Background: an optimization exercise with open tools, aiming at small area, a short achievable clock period and few clock cycles. Do not read the settings as production practice.
At most, simulation tests tie the RTL to the original design; equivalence was not proved.

==> inputs of run a <==
==> flow/design.v <==
module cvu (
    input  wire        clk,
    input  wire        rst,             
    input  wire        ctrl_bind,
    input  wire        ctrl_release,
    input  wire        ctrl_snap,
    input  wire [1:0]  cfg_mode,
    input  wire [5:0]  cfg_width_m1,
    input  wire        cfg_refin,
    input  wire        cfg_refout,
    input  wire [63:0] cfg_poly,
    input  wire [63:0] cfg_init,
    input  wire [63:0] cfg_xorout,
    input  wire        clr_res_valid,
    input  wire        clr_res_ovr,
    input  wire        in_valid,
    output wire        in_ready,
    input  wire [63:0] in_data,
    input  wire [2:0]  in_nbytes_m1,    
    input  wire        in_end,          
    input  wire        in_close,        
    input  wire        in_abort,        
    output reg         bound,
    output reg         pending,
    output reg         res_valid,
    output reg         res_ovr,
    output reg         res_invalid,
    output reg  [1:0]  status,
    output reg  [63:0] result,
    output reg  [63:0] res_bytes,
    output reg  [31:0] res_units
);
    localparam [1:0] ST_OK        = 2'd0;
    localparam [1:0] ST_BUSY      = 2'd1;
    localparam [1:0] ST_BAD_PARAM = 2'd2;
    reg  [63:0] poly_q;
    reg  [63:0] init_q;
    reg  [63:0] xorout_q;
    reg  [63:0] ci_q;         
    reg  [5:0]  wm1_q;
    reg         refin_q;
    reg         refout_q;
    reg  [31:0] g_q;          
    reg  [63:0] crc;          
    reg  [63:0] bak;          
    reg  [63:0] cnt_bytes;    
    reg  [31:0] cnt_units;    
    reg         inv_q;        
    reg         snap_def;     
    reg         in_unit;      
    reg  [63:0] d_q;
    reg  [2:0]  nb_q;
    reg         end_q;
    reg         close_q;
    reg         cap;          
    reg  [1:0]  ph;           
    reg         hi_pend;      
    reg         su_a;         
    reg         su_b;         
    reg  [4:0]  su_cnt;
    reg  [5:0]  b_wm1;
    reg  [63:0] b_poly, b_init, b_xorout;
    reg  [31:0] b_g;
    reg         b_refin, b_refout;
    always @(*) begin
        case (cfg_mode)
            2'd0: begin
                b_wm1 = 6'd31; b_poly = 64'h0000_0000_04C1_1DB7;
                b_init = 64'h0000_0000_FFFF_FFFF; b_xorout = 64'h0000_0000_FFFF_FFFF;
                b_refin = 1'b1; b_refout = 1'b1; b_g = 32'h826880EF;
            end
            2'd1: begin
                b_wm1 = 6'd31; b_poly = 64'h0000_0000_1EDC_6F41;
                b_init = 64'h0000_0000_FFFF_FFFF; b_xorout = 64'h0000_0000_FFFF_FFFF;
                b_refin = 1'b1; b_refout = 1'b1; b_g = 32'h8FC8E57B;
            end
            2'd2: begin
                b_wm1 = 6'd63; b_poly = 64'h42F0_E1EB_A9EA_3693;
                b_init = 64'h0; b_xorout = 64'h0;
                b_refin = 1'b0; b_refout = 1'b0; b_g = 32'hABC694E8;
            end
            default: begin
                b_wm1 = cfg_width_m1; b_poly = cfg_poly;
                b_init = cfg_init; b_xorout = cfg_xorout;
                b_refin = cfg_refin; b_refout = cfg_refout; b_g = 32'd0;
            end
        endcase
    end
    wire [63:0] legal_mask = {64{1'b1}} >> (6'd63 - cfg_width_m1);
    wire        bad_param  = (cfg_mode == 2'd3) &&
                             ((cfg_width_m1 < 6'd7) ||
                              |(cfg_poly   & ~legal_mask) ||
                              |(cfg_init   & ~legal_mask) ||
                              |(cfg_xorout & ~legal_mask));
    function [31:0] rev32(input [31:0] x);
        integer k;
        begin
            for (k = 0; k < 32; k = k + 1) rev32[k] = x[31 - k];
        end
    endfunction
    function [63:0] rev64(input [63:0] x);
        integer k;
        begin
            for (k = 0; k < 64; k = k + 1) rev64[k] = x[63 - k];
        end
    endfunction
    wire [63:0] crc_l = crc << (~wm1_q);
    reg  [63:0] wmask;
    integer     mi;
    always @(*) begin
        for (mi = 0; mi < 64; mi = mi + 1) wmask[mi] = (mi <= wm1_q);
    end
    wire [63:0] close_crc = (refout_q ? rev64(crc_l) : (crc & wmask)) ^ xorout_q;
    wire setup   = su_a | su_b;
    wire fed_st  = bound & (~pending | ~in_unit);      
    wire rdy_fed = cap & ~setup &
                   (~end_q | (nb_q[2] ? (ph == 2'd2) : (ph == 2'd1)));
    assign in_ready = ~fed_st | rdy_fed;
    wire beat = in_valid & in_ready;
    wire feed = beat & fed_st;
    wire eng_run  = cap & fed_st & ~setup;
    wire proc_lo  = eng_run & (ph == 2'd0);
    wire proc_hie = eng_run & end_q & (ph == 2'd1) & nb_q[2];
    wire proc     = proc_lo | proc_hie | hi_pend;
    wire [31:0] chunk = proc_lo ? d_q[31:0] : d_q[63:32];
    wire [1:0]  mm1   = (proc_lo & nb_q[2]) ? 2'd3 : nb_q[1:0];    
    wire [31:0] dsw   = refin_q ? rev32(chunk)
                                : {chunk[7:0], chunk[15:8], chunk[23:16], chunk[31:24]};
    wire [31:0] a0    = crc_l[63:32] ^ dsw;
    reg  [31:0] av;       
    reg  [31:0] tv;       
    reg  [63:0] shv;      
    reg  [63:0] eng;      
    reg         tb;
    integer     ek, ei, en;
    always @(*) begin
        case (mm1)
            2'd0: begin av = {24'd0, a0[31:24]}; shv = {crc[55:0], 8'd0};  end
            2'd1: begin av = {16'd0, a0[31:16]}; shv = {crc[47:0], 16'd0}; end
            2'd2: begin av = {8'd0,  a0[31:8]};  shv = {crc[39:0], 24'd0}; end
            default: begin av = a0;              shv = {crc[31:0], 32'd0}; end
        endcase
        for (ek = 0; ek < 32; ek = ek + 1) begin
            tb = av[31 - ek];
            for (ei = 0; ei < ek; ei = ei + 1)
                tb = tb ^ (g_q[31 - (ek - ei)] & av[31 - ei]);
            tv[31 - ek] = tb;
        end
        for (en = 0; en < 64; en = en + 1) begin
            tb = shv[en];
            for (ek = 0; ek < 32; ek = ek + 1)
                if (en - 31 + ek >= 0 && en - 31 + ek < 64)
                    tb = tb ^ (tv[31 - ek] & poly_q[en - 31 + ek]);
            eng[en] = tb;
        end
    end
    reg         g_new;
    integer     gi;
    always @(*) begin
        g_new = (su_cnt == 5'd0);
        for (gi = 1; gi < 32; gi = gi + 1)
            g_new = g_new ^ (crc_l[64 - gi] & g_q[gi - 1]);
    end
    reg  [63:0] s1_bytes;
    reg  [31:0] s1_units;
    reg         s1_pending, s1_in_unit, s1_snap_def, s1_inv;
    reg         close_now, close_init, aborted;
    reg  [63:0] close_bytes;
    reg  [31:0] close_units;
    reg         close_inv;
    always @(*) begin
        s1_bytes    = cnt_bytes;
        s1_units    = cnt_units;
        s1_pending  = pending;
        s1_snap_def = snap_def;
        s1_inv      = inv_q;
        s1_in_unit  = beat ? ~in_end : in_unit;
        close_now   = 1'b0;
        close_init  = 1'b0;
        aborted     = 1'b0;
        close_bytes = cnt_bytes;
        close_units = cnt_units;
        close_inv   = inv_q;
        if (feed) begin
            s1_pending = 1'b0;
            s1_bytes   = cnt_bytes + {61'd0, nb_q} + 64'd1;
            if (end_q) begin
                s1_units = cnt_units + 32'd1;
                if (close_q || snap_def) close_now = 1'b1;
            end
        end
        if (close_now) begin
            close_bytes = s1_bytes;
            close_units = s1_units;
            close_inv   = s1_inv;
            s1_bytes    = 64'd0;
            s1_units    = 32'd0;
            s1_inv      = 1'b0;
            s1_snap_def = 1'b0;
        end
        if (in_abort) begin
            s1_in_unit = 1'b0;
            if (bound) begin
                aborted = 1'b1;
                s1_inv  = 1'b1;
                if (s1_snap_def) begin
                    close_now   = 1'b1;
                    close_init  = 1'b1;
                    close_bytes = s1_bytes;
                    close_units = s1_units;
                    close_inv   = s1_inv;
                    s1_bytes    = 64'd0;
                    s1_units    = 32'd0;
                    s1_inv      = 1'b0;
                    s1_snap_def = 1'b0;
                end
            end
        end
        if (ctrl_snap && bound && !close_now) begin
            if (!s1_pending && s1_in_unit) begin
                s1_snap_def = 1'b1;
            end else begin
                close_now   = 1'b1;
                close_init  = aborted;
                close_bytes = s1_bytes;
                close_units = s1_units;
                close_inv   = s1_inv;
                s1_bytes    = 64'd0;
                s1_units    = 32'd0;
                s1_inv      = 1'b0;
            end
        end
    end
    wire        sel_ci   = (close_init & ~su_a) | su_b;
    wire        sel_bak  = (ph != 2'd0) & ~rdy_fed;
    wire [63:0] close_val = sel_ci ? ci_q : (sel_bak ? bak : close_crc);
    wire        restart  = close_now | aborted | (ctrl_release & bound);
    wire        bind_ok  = ctrl_bind & ~bound & ~bad_param;
    always @(posedge clk) begin
        d_q     <= in_data;
        nb_q    <= in_nbytes_m1;
        end_q   <= in_end;
        close_q <= in_close;
        if (rst) begin
            bound       <= 1'b0;
            pending     <= 1'b0;
            res_valid   <= 1'b0;
            res_ovr     <= 1'b0;
            res_invalid <= 1'b0;
            status      <= ST_OK;
            result      <= 64'd0;
            res_bytes   <= 64'd0;
            res_units   <= 32'd0;
            cnt_bytes   <= 64'd0;
            cnt_units   <= 32'd0;
            inv_q       <= 1'b0;
            snap_def    <= 1'b0;
            in_unit     <= 1'b0;
            cap         <= 1'b0;
            ph          <= 2'd0;
            hi_pend     <= 1'b0;
            su_a        <= 1'b0;
            su_b        <= 1'b0;
        end else begin
            cnt_bytes <= s1_bytes;
            cnt_units <= s1_units;
            pending   <= s1_pending;
            snap_def  <= s1_snap_def;
            inv_q     <= s1_inv;
            in_unit   <= s1_in_unit;
            cap     <= in_valid & ~in_ready;
            hi_pend <= feed & ~end_q & nb_q[2] & ~aborted & ~ctrl_release;
            if (beat | restart | ~cap)
                ph <= 2'd0;
            else if (proc & end_q)
                ph <= ph + 2'd1;
            if (ph == 2'd0) bak <= close_crc;
            if (su_a)
                crc <= poly_q;
            else if (su_b) begin
                if (su_cnt == 5'd31) crc <= init_q;
            end else if (close_now | aborted)
                crc <= init_q;
            else if (proc)
                crc <= eng;
            if (su_a) begin
                ci_q   <= close_crc;
                su_a   <= 1'b0;
                su_b   <= 1'b1;
                su_cnt <= 5'd0;
            end else if (su_b) begin
                g_q    <= {g_q[30:0], g_new};
                su_cnt <= su_cnt + 5'd1;
                if (su_cnt == 5'd31) su_b <= 1'b0;
            end
            if (clr_res_valid) res_valid <= 1'b0;
            if (clr_res_ovr)   res_ovr   <= 1'b0;
            if (close_now) begin
                result      <= close_val;
                res_bytes   <= close_bytes;
                res_units   <= close_units;
                res_invalid <= close_inv;
                res_valid   <= 1'b1;
                if (res_valid && !clr_res_valid) res_ovr <= 1'b1;
            end
            if (ctrl_bind) begin
                if (bound) begin
                    status <= ST_BUSY;
                end else if (bad_param) begin
                    status <= ST_BAD_PARAM;
                end else begin
                    status    <= ST_OK;
                    bound     <= 1'b1;
                    pending   <= 1'b1;
                    wm1_q     <= b_wm1;
                    refin_q   <= b_refin;
                    refout_q  <= b_refout;
                    xorout_q  <= b_xorout;
                    poly_q    <= b_poly;
                    init_q    <= b_init;
                    g_q       <= b_g;
                    ci_q      <= 64'd0;
                    crc       <= b_init;
                    su_a      <= (cfg_mode == 2'd3);
                    su_b      <= 1'b0;
                    cnt_bytes <= 64'd0;
                    cnt_units <= 32'd0;
                    inv_q     <= 1'b0;
                    snap_def  <= 1'b0;
                end
            end else if (ctrl_release) begin
                if (bound) begin
                    status   <= ST_OK;
                    bound    <= 1'b0;
                    pending  <= 1'b0;
                    snap_def <= 1'b0;
                    inv_q    <= 1'b0;
                    su_a     <= 1'b0;
                    su_b     <= 1'b0;
                end else begin
                    status <= ST_BAD_PARAM;
                end
            end
        end
    end
endmodule
==> flow/run.sh <==
#!/bin/bash
# synth_recipe.tcl (not shown) runs the flow's synth.tcl, then flattens the netlist and writes it again
# the make line also repeats each setting of config.mk as NAME=value (left out here)
make -C /OpenROAD-flow-scripts/flow DESIGN_CONFIG=/design/flow/config.mk WORK_HOME=/design/flow/orfs CLKGATE_MAP_FILE= SYNTH_SCRIPT=/design/flow/synth_recipe.tcl finish
==> flow/config.mk <==
export PLATFORM = sky130hd
export DESIGN_NAME = cvu
export DESIGN_NICKNAME = cvu
export VERILOG_FILES = /design/flow/design.v
export SDC_FILE = /design/flow/constraint.sdc
export NUM_CORES = 4
export LEC_CHECK = 0
export CAP_MARGIN = 20
export CORE_MARGIN = 2
export CORE_UTILIZATION = 40
export SLEW_MARGIN = 20
==> flow/constraint.sdc <==
create_clock -name core_clock -period 44.0 [get_ports {clk}]
set_input_delay 8.8000 -clock core_clock [delete_from_list [all_inputs] [get_ports {clk}]]
set_output_delay 8.8000 -clock core_clock [all_outputs]
set_load 0.01 [all_outputs]
==> inputs of run b, as changes to run a <==
==> flow/design.v, changed modules only <==
module cvu (
    input  wire        clk,
    input  wire        rst,             
    input  wire        ctrl_bind,
    input  wire        ctrl_release,
    input  wire        ctrl_snap,
    input  wire [1:0]  cfg_mode,
    input  wire [5:0]  cfg_width_m1,
    input  wire        cfg_refin,
    input  wire        cfg_refout,
    input  wire [63:0] cfg_poly,
    input  wire [63:0] cfg_init,
    input  wire [63:0] cfg_xorout,
    input  wire        clr_res_valid,
    input  wire        clr_res_ovr,
    input  wire        in_valid,
    output wire        in_ready,
    input  wire [63:0] in_data,
    input  wire [2:0]  in_nbytes_m1,    
    input  wire        in_end,          
    input  wire        in_close,        
    input  wire        in_abort,        
    output reg         bound,
    output reg         pending,
    output reg         res_valid,
    output reg         res_ovr,
    output reg         res_invalid,
    output reg  [1:0]  status,
    output reg  [63:0] result,
    output reg  [63:0] res_bytes,
    output reg  [31:0] res_units
);
    localparam [1:0] ST_OK        = 2'd0;
    localparam [1:0] ST_BUSY      = 2'd1;
    localparam [1:0] ST_BAD_PARAM = 2'd2;
    reg  [63:0] poly_q;
    reg  [63:0] init_q;
    reg  [63:0] xorout_q;
    reg  [63:0] ci_q;         
    reg  [5:0]  wm1_q;
    reg         refin_q;
    reg         refout_q;
    reg  [31:0] g_q;          
    reg  [63:0] crc;          
    reg  [63:0] bak;          
    reg  [63:0] cnt_bytes;    
    reg  [31:0] cnt_units;    
    reg         inv_q;        
    reg         snap_def;     
    reg         in_unit;      
    reg  [63:0] d_q;
    reg  [2:0]  nb_q;
    reg         end_q;
    reg         close_q;
    reg         cap;          
    reg         x_q;          
    reg         unb;          
    reg         npend;        
    wire        bnd  = ~unb;
    wire        pend = ~npend;
    reg         ir_unb, ir_pu, ir_cx;
    reg  [1:0]  ph;           
    reg         hi_pend;      
    reg         su_a;         
    reg         su_b;         
    reg  [4:0]  su_cnt;
    reg  [5:0]  b_wm1;
    reg  [63:0] b_poly, b_init, b_xorout;
    reg  [31:0] b_g;
    reg         b_refin, b_refout;
    always @(*) begin
        case (cfg_mode)
            2'd0: begin
                b_wm1 = 6'd31; b_poly = 64'h0000_0000_04C1_1DB7;
                b_init = 64'h0000_0000_FFFF_FFFF; b_xorout = 64'h0000_0000_FFFF_FFFF;
                b_refin = 1'b1; b_refout = 1'b1; b_g = 32'h826880EF;
            end
            2'd1: begin
                b_wm1 = 6'd31; b_poly = 64'h0000_0000_1EDC_6F41;
                b_init = 64'h0000_0000_FFFF_FFFF; b_xorout = 64'h0000_0000_FFFF_FFFF;
                b_refin = 1'b1; b_refout = 1'b1; b_g = 32'h8FC8E57B;
            end
            2'd2: begin
                b_wm1 = 6'd63; b_poly = 64'h42F0_E1EB_A9EA_3693;
                b_init = 64'h0; b_xorout = 64'h0;
                b_refin = 1'b0; b_refout = 1'b0; b_g = 32'hABC694E8;
            end
            default: begin
                b_wm1 = cfg_width_m1; b_poly = cfg_poly;
                b_init = cfg_init; b_xorout = cfg_xorout;
                b_refin = cfg_refin; b_refout = cfg_refout; b_g = 32'd0;
            end
        endcase
    end
    reg  [63:0] above_w;
    integer     ai;
    always @(*) begin
        for (ai = 0; ai < 64; ai = ai + 1) above_w[ai] = (cfg_width_m1 < ai);
    end
    wire        hi_bits    = |((cfg_poly | cfg_init | cfg_xorout) & above_w);
    wire        bad_param  = (cfg_mode == 2'd3) && ((cfg_width_m1 < 6'd7) || hi_bits);
    function [31:0] rev32(input [31:0] x);
        integer k;
        begin
            for (k = 0; k < 32; k = k + 1) rev32[k] = x[31 - k];
        end
    endfunction
    function [63:0] rev64(input [63:0] x);
        integer k;
        begin
            for (k = 0; k < 64; k = k + 1) rev64[k] = x[63 - k];
        end
    endfunction
    wire [63:0] crc_l = crc << (~wm1_q);
    reg  [63:0] wmask;
    integer     mi;
    always @(*) begin
        for (mi = 0; mi < 64; mi = mi + 1) wmask[mi] = (mi <= wm1_q);
    end
    wire [63:0] close_crc = (refout_q ? rev64(crc_l) : (crc & wmask)) ^ xorout_q;
    wire setup   = su_a | su_b;
    wire fed_st  = bnd & (~pend | ~in_unit);           
    wire rdy_fed = cap & x_q;
    assign in_ready = ir_unb | ir_pu | ir_cx;
    wire beat = in_valid & in_ready;
    wire feed = beat & fed_st;
    wire eng_run  = cap & fed_st & ~setup;
    wire proc_lo  = eng_run & (ph == 2'd0) & (end_q | x_q);    
    wire proc_hie = eng_run & end_q & (ph == 2'd1) & nb_q[2];
    wire proc     = proc_lo | proc_hie | hi_pend;
    wire [31:0] chunk = proc_lo ? d_q[31:0] : d_q[63:32];
    wire [1:0]  mm1   = (proc_lo & nb_q[2]) ? 2'd3 : nb_q[1:0];    
    wire [31:0] dsw   = refin_q ? rev32(chunk)
                                : {chunk[7:0], chunk[15:8], chunk[23:16], chunk[31:24]};
    wire [31:0] a0    = crc_l[63:32] ^ dsw;
    reg  [31:0] av;       
    reg  [31:0] tv;       
    reg  [63:0] shv;      
    reg  [63:0] eng;      
    reg         tb;
    integer     ek, ei, en;
    always @(*) begin
        case (mm1)
            2'd0: begin av = {24'd0, a0[31:24]}; shv = {crc[55:0], 8'd0};  end
            2'd1: begin av = {16'd0, a0[31:16]}; shv = {crc[47:0], 16'd0}; end
            2'd2: begin av = {8'd0,  a0[31:8]};  shv = {crc[39:0], 24'd0}; end
            default: begin av = a0;              shv = {crc[31:0], 32'd0}; end
        endcase
        for (ek = 0; ek < 32; ek = ek + 1) begin
            tb = av[31 - ek];
            for (ei = 0; ei < ek; ei = ei + 1)
                tb = tb ^ (g_q[31 - (ek - ei)] & av[31 - ei]);
            tv[31 - ek] = tb;
        end
        for (en = 0; en < 64; en = en + 1) begin
            tb = shv[en];
            for (ek = 0; ek < 32; ek = ek + 1)
                if (en - 31 + ek >= 0 && en - 31 + ek < 64)
                    tb = tb ^ (tv[31 - ek] & poly_q[en - 31 + ek]);
            eng[en] = tb;
        end
    end
    reg         g_new;
    integer     gi;
    always @(*) begin
        g_new = (su_cnt == 5'd0);
        for (gi = 1; gi < 32; gi = gi + 1)
            g_new = g_new ^ (crc_l[64 - gi] & g_q[gi - 1]);
    end
    reg  [63:0] s1_bytes;
    reg  [31:0] s1_units;
    reg         s1_pending, s1_in_unit, s1_snap_def, s1_inv;
    reg         close_now, close_init, aborted;
    reg  [63:0] close_bytes;
    reg  [31:0] close_units;
    reg         close_inv;
    always @(*) begin
        s1_bytes    = cnt_bytes;
        s1_units    = cnt_units;
        s1_pending  = pend;
        s1_snap_def = snap_def;
        s1_inv      = inv_q;
        s1_in_unit  = beat ? ~in_end : in_unit;
        close_now   = 1'b0;
        close_init  = 1'b0;
        aborted     = 1'b0;
        close_bytes = cnt_bytes;
        close_units = cnt_units;
        close_inv   = inv_q;
        if (feed) begin
            s1_pending = 1'b0;
            s1_bytes   = cnt_bytes + {61'd0, nb_q} + 64'd1;
            if (end_q) begin
                s1_units = cnt_units + 32'd1;
                if (close_q || snap_def) close_now = 1'b1;
            end
        end
        if (close_now) begin
            close_bytes = s1_bytes;
            close_units = s1_units;
            close_inv   = s1_inv;
            s1_bytes    = 64'd0;
            s1_units    = 32'd0;
            s1_inv      = 1'b0;
            s1_snap_def = 1'b0;
        end
        if (in_abort) begin
            s1_in_unit = 1'b0;
            if (bnd) begin
                aborted = 1'b1;
                s1_inv  = 1'b1;
                if (s1_snap_def) begin
                    close_now   = 1'b1;
                    close_init  = 1'b1;
                    close_bytes = s1_bytes;
                    close_units = s1_units;
                    close_inv   = s1_inv;
                    s1_bytes    = 64'd0;
                    s1_units    = 32'd0;
                    s1_inv      = 1'b0;
                    s1_snap_def = 1'b0;
                end
            end
        end
        if (ctrl_snap && bnd && !close_now) begin
            if (!s1_pending && s1_in_unit) begin
                s1_snap_def = 1'b1;
            end else begin
                close_now   = 1'b1;
                close_init  = aborted;
                close_bytes = s1_bytes;
                close_units = s1_units;
                close_inv   = s1_inv;
                s1_bytes    = 64'd0;
                s1_units    = 32'd0;
                s1_inv      = 1'b0;
            end
        end
    end
    wire        sel_ci   = (close_init & ~su_a) | su_b;
    wire        sel_bak  = (ph != 2'd0) & ~rdy_fed;
    wire [63:0] close_val = sel_ci ? ci_q : (sel_bak ? bak : close_crc);
    wire        restart  = close_now | aborted | (ctrl_release & bnd);
    wire        bind_ok  = ctrl_bind & unb & ~bad_param;
    reg         bound_n, pending_n;
    reg  [1:0]  status_n;
    always @(*) begin
        bound_n   = bnd;
        pending_n = s1_pending;
        status_n  = status;
        if (ctrl_bind) begin
            if (bnd)            status_n = ST_BUSY;
            else if (bad_param) status_n = ST_BAD_PARAM;
            else begin
                status_n  = ST_OK;
                bound_n   = 1'b1;
                pending_n = 1'b1;
            end
        end else if (ctrl_release) begin
            if (bnd) begin
                status_n  = ST_OK;
                bound_n   = 1'b0;
                pending_n = 1'b0;
            end else begin
                status_n  = ST_BAD_PARAM;
            end
        end
    end
    wire        setup_nc = (ctrl_bind & unb) | su_a | (su_b & (su_cnt != 5'd31));
    wire [1:0]  ph_nx    = ph + {1'b0, proc & end_q};
    wire        ph_ok    = nb_q[2] ? (ph_nx == 2'd2) : (ph_nx == 2'd1);
    wire        x_n      = ~setup_nc & ~(in_abort | ctrl_snap | ctrl_release) &
                           (cap ? (~end_q | ph_ok) : ~in_end);
    wire        cap_n    = in_valid & ~in_ready;
    always @(posedge clk) begin
        d_q     <= in_data;
        nb_q    <= in_nbytes_m1;
        end_q   <= in_end;
        close_q <= in_close;
        if (rst) begin
            bound       <= 1'b0;
            pending     <= 1'b0;
            unb         <= 1'b1;
            npend       <= 1'b1;
            ir_unb      <= 1'b1;
            ir_pu       <= 1'b0;
            ir_cx       <= 1'b0;
            res_valid   <= 1'b0;
            res_ovr     <= 1'b0;
            res_invalid <= 1'b0;
            status      <= ST_OK;
            result      <= 64'd0;
            res_bytes   <= 64'd0;
            res_units   <= 32'd0;
            inv_q       <= 1'b0;
            snap_def    <= 1'b0;
            in_unit     <= 1'b0;
            cap         <= 1'b0;
            x_q         <= 1'b0;
            ph          <= 2'd0;
            hi_pend     <= 1'b0;
            su_a        <= 1'b0;
            su_b        <= 1'b0;
        end else begin
            bound     <= bound_n;
            unb       <= ~bound_n;
            pending   <= pending_n;
            npend     <= ~pending_n;
            status    <= status_n;
            ir_unb    <= ~bound_n;
            ir_pu     <= pending_n & s1_in_unit;
            ir_cx     <= cap_n & x_n;
            cnt_bytes <= s1_bytes;
            cnt_units <= s1_units;
            snap_def  <= s1_snap_def;
            inv_q     <= s1_inv;
            in_unit   <= s1_in_unit;
            cap     <= cap_n;
            x_q     <= x_n;
            hi_pend <= feed & ~end_q & nb_q[2] & ~aborted & ~ctrl_release;
            if (beat | restart | ~cap)
                ph <= 2'd0;
            else if (proc & end_q)
                ph <= ph + 2'd1;
            if (ph == 2'd0) bak <= close_crc;
            if (su_a)
                crc <= poly_q;
            else if (su_b) begin
                if (su_cnt == 5'd31) crc <= init_q;
            end else if (close_now | aborted)
                crc <= init_q;
            else if (proc)
                crc <= eng;
            if (bind_ok) begin
                su_a   <= (cfg_mode == 2'd3);
                su_b   <= 1'b0;
            end else if (ctrl_release) begin
                su_a   <= 1'b0;
                su_b   <= 1'b0;
            end else if (su_a) begin
                su_a   <= 1'b0;
                su_b   <= 1'b1;
            end else if (su_b) begin
                if (su_cnt == 5'd31) su_b <= 1'b0;
            end
            if (su_a) begin
                ci_q   <= close_crc;
                su_cnt <= 5'd0;
            end else if (su_b) begin
                g_q    <= {g_q[30:0], g_new};
                su_cnt <= su_cnt + 5'd1;
            end
            if (ctrl_release & bnd) begin
                snap_def <= 1'b0;
                inv_q    <= 1'b0;
            end
            if (unb) begin
                wm1_q     <= b_wm1;
                refin_q   <= b_refin;
                refout_q  <= b_refout;
                xorout_q  <= b_xorout;
                poly_q    <= b_poly;
                init_q    <= b_init;
                g_q       <= b_g;
                ci_q      <= 64'd0;
                crc       <= b_init;
                cnt_bytes <= 64'd0;
                cnt_units <= 32'd0;
            end
            if (clr_res_valid) res_valid <= 1'b0;
            if (clr_res_ovr)   res_ovr   <= 1'b0;
            if (close_now) begin
                result      <= close_val;
                res_bytes   <= close_bytes;
                res_units   <= close_units;
                res_invalid <= close_inv;
                res_valid   <= 1'b1;
                if (res_valid && !clr_res_valid) res_ovr <= 1'b1;
            end
        end
    end
endmodule
==> flow/flow/run.sh (new file) <==
#!/bin/bash
# Standard ORFS layout (the standard.sh, standard synthesis), with the
# resizer's setup repair asked for extra slack so that it works on the paths
# that set the achieved period, and plain buffers on the ports.  The SDC
# (clock period, I/O delays) is unchanged.  Each tool's output goes to a log
# file in this folder.
set -euo pipefail
MARGIN=$(cat flow/margin.txt)
bash standard.sh SETUP_SLACK_MARGIN=$MARGIN TNS_END_PERCENT=100 MATCH_CELL_FOOTPRINT=0 \
  "BUFFER_PORTS_ARGS=-buffer_cell sky130_fd_sc_hd__buf_2" finish > flow_make.log 2>&1
==> flow/flow/margin.txt (new file) <==
34
==> flow/standard.sh (new file) <==
#!/bin/bash
# synth_recipe.tcl (not shown) runs the flow's synth.tcl, then flattens the netlist and writes it again
# the make line also repeats each setting of config.mk as NAME=value (left out here)
make -C /OpenROAD-flow-scripts/flow DESIGN_CONFIG=/design/flow/config.mk WORK_HOME=/design/flow/orfs CLKGATE_MAP_FILE= SYNTH_SCRIPT=/design/flow/synth_recipe.tcl "${@:-finish}"
removed: flow/run.sh
==> inputs of run c, as changes to run a <==
--- a/flow/design.v
+++ b/flow/design.v
@@ -251,8 +251,6 @@
             result      <= 64'd0;
             res_bytes   <= 64'd0;
             res_units   <= 32'd0;
-            cnt_bytes   <= 64'd0;
-            cnt_units   <= 32'd0;
             inv_q       <= 1'b0;
             snap_def    <= 1'b0;
             in_unit     <= 1'b0;
@@ -293,6 +291,19 @@
                 su_cnt <= su_cnt + 5'd1;
                 if (su_cnt == 5'd31) su_b <= 1'b0;
             end
+            if (!bound) begin
+                wm1_q     <= b_wm1;
+                refin_q   <= b_refin;
+                refout_q  <= b_refout;
+                xorout_q  <= b_xorout;
+                poly_q    <= b_poly;
+                init_q    <= b_init;
+                g_q       <= b_g;
+                ci_q      <= 64'd0;
+                crc       <= b_init;
+                cnt_bytes <= 64'd0;
+                cnt_units <= 32'd0;
+            end
             if (clr_res_valid) res_valid <= 1'b0;
             if (clr_res_ovr)   res_ovr   <= 1'b0;
             if (close_now) begin
@@ -312,21 +323,8 @@
                     status    <= ST_OK;
                     bound     <= 1'b1;
                     pending   <= 1'b1;
-                    wm1_q     <= b_wm1;
-                    refin_q   <= b_refin;
-                    refout_q  <= b_refout;
-                    xorout_q  <= b_xorout;
-                    poly_q    <= b_poly;
-                    init_q    <= b_init;
-                    g_q       <= b_g;
-                    ci_q      <= 64'd0;
-                    crc       <= b_init;
                     su_a      <= (cfg_mode == 2'd3);
                     su_b      <= 1'b0;
-                    cnt_bytes <= 64'd0;
-                    cnt_units <= 32'd0;
-                    inv_q     <= 1'b0;
-                    snap_def  <= 1'b0;
                 end
             end else if (ctrl_release) begin
                 if (bound) begin
==> notes <==
Clock skew: run c < run b < run a.
Against run c, the synthesized cell count of run b is lower by 2.3%.
The highest register-to-register slack belongs to run c, the lowest to run a.
Non-clock buffer count, highest first: run b, run a, run c.
The lowest final cell count belongs to run c, the highest to run a.
Run c went through all stages and came out clean. Run b ran to the end with no violations. Run a ran to the end with no violations.
Final area: run c < run a < run b.
Area after synthesis: run a is higher than run c (about 4%).
==> figures <==
quantity                                                                           run a          run b        run c
Maximum number of pins on one net before global-route repair                         257             94          257
Slack of the critical path                                                      30.54 ns       33.15 ns     31.24 ns
Clock Buffer Count                                                                   110            107          109
Number of sinks driven by the clock tree                                             769            774          769
First-pass GRT wire length                                                        529 mm         478 mm       475 mm
Outcome                                                 no timing/DRC/antenna violations  no timing/DRC/antenna violations  no timing/DRC/antenna violations
Worst path most repeated cell                                                      buf_4         nor2_4            -
Detailed-route via count                                                           72.9k          68.1k        66.5k
Share of synthesized cell area in full adder, half adder and majority cells       0.306%         0.280%       0.318%
Worst flop-to-flop path endpoint                                                 crc[53]        crc[28]      crc[54]
Worst Hold Path EP                                                            result[40]     result[16]   result[52]
EDFF count, synth                                                                    428            524          524
Die X                                                                             433 um         421 um       425 um
Critical Path Sink                                                               crc[47]  res_bytes[63]      pending
Routed length on met3                                                            45.6 mm        36.7 mm      35.2 mm
Final critical delay including setup and external delays                        13.46 ns       10.85 ns     12.76 ns
Testbench counts of run a, summed over its fixed seeds: cycles 141,870.
Testbench counts of run c, summed over its fixed seeds: cycles 141,870.
Function not checked in run b: the RTL went through the layout flow alone.

[static timing again, ports no longer ideal]
Ports are ideal in the flow. The routed layouts listed here were re-timed in OpenROAD. Step 1 assumes that a clkbuf_16 drives the clock port and a buf_2 every other input. Step 2, shift: input delay + t, output delay - t, t = (earliest + latest rising clock arrival at the registers) / 2. This alone moves slack from input paths to output paths. Three values: ideal, step 1, step 2; two values: the first two.
| run | t, ns | setup slack, ns | clock arrival spread, ns | cell pins on the clock port's net |
|---|---|---|---|---|
| run a | 0.793 | 30.543 / 30.607 / 29.814 | 0.056 / 0.056 | 1 |
| run b | 0.795 | 33.151 / 33.143 / 32.347 | 0.062 / 0.061 | 1 |
| run c | 0.782 | 31.236 / 31.292 / 30.510 | 0.047 / 0.047 | 1 |
After both steps setup and hold are still met in every run listed. The setup slack of run b, which loses most, moves by -0.008 ns with the drivers and by -0.804 ns with both steps.
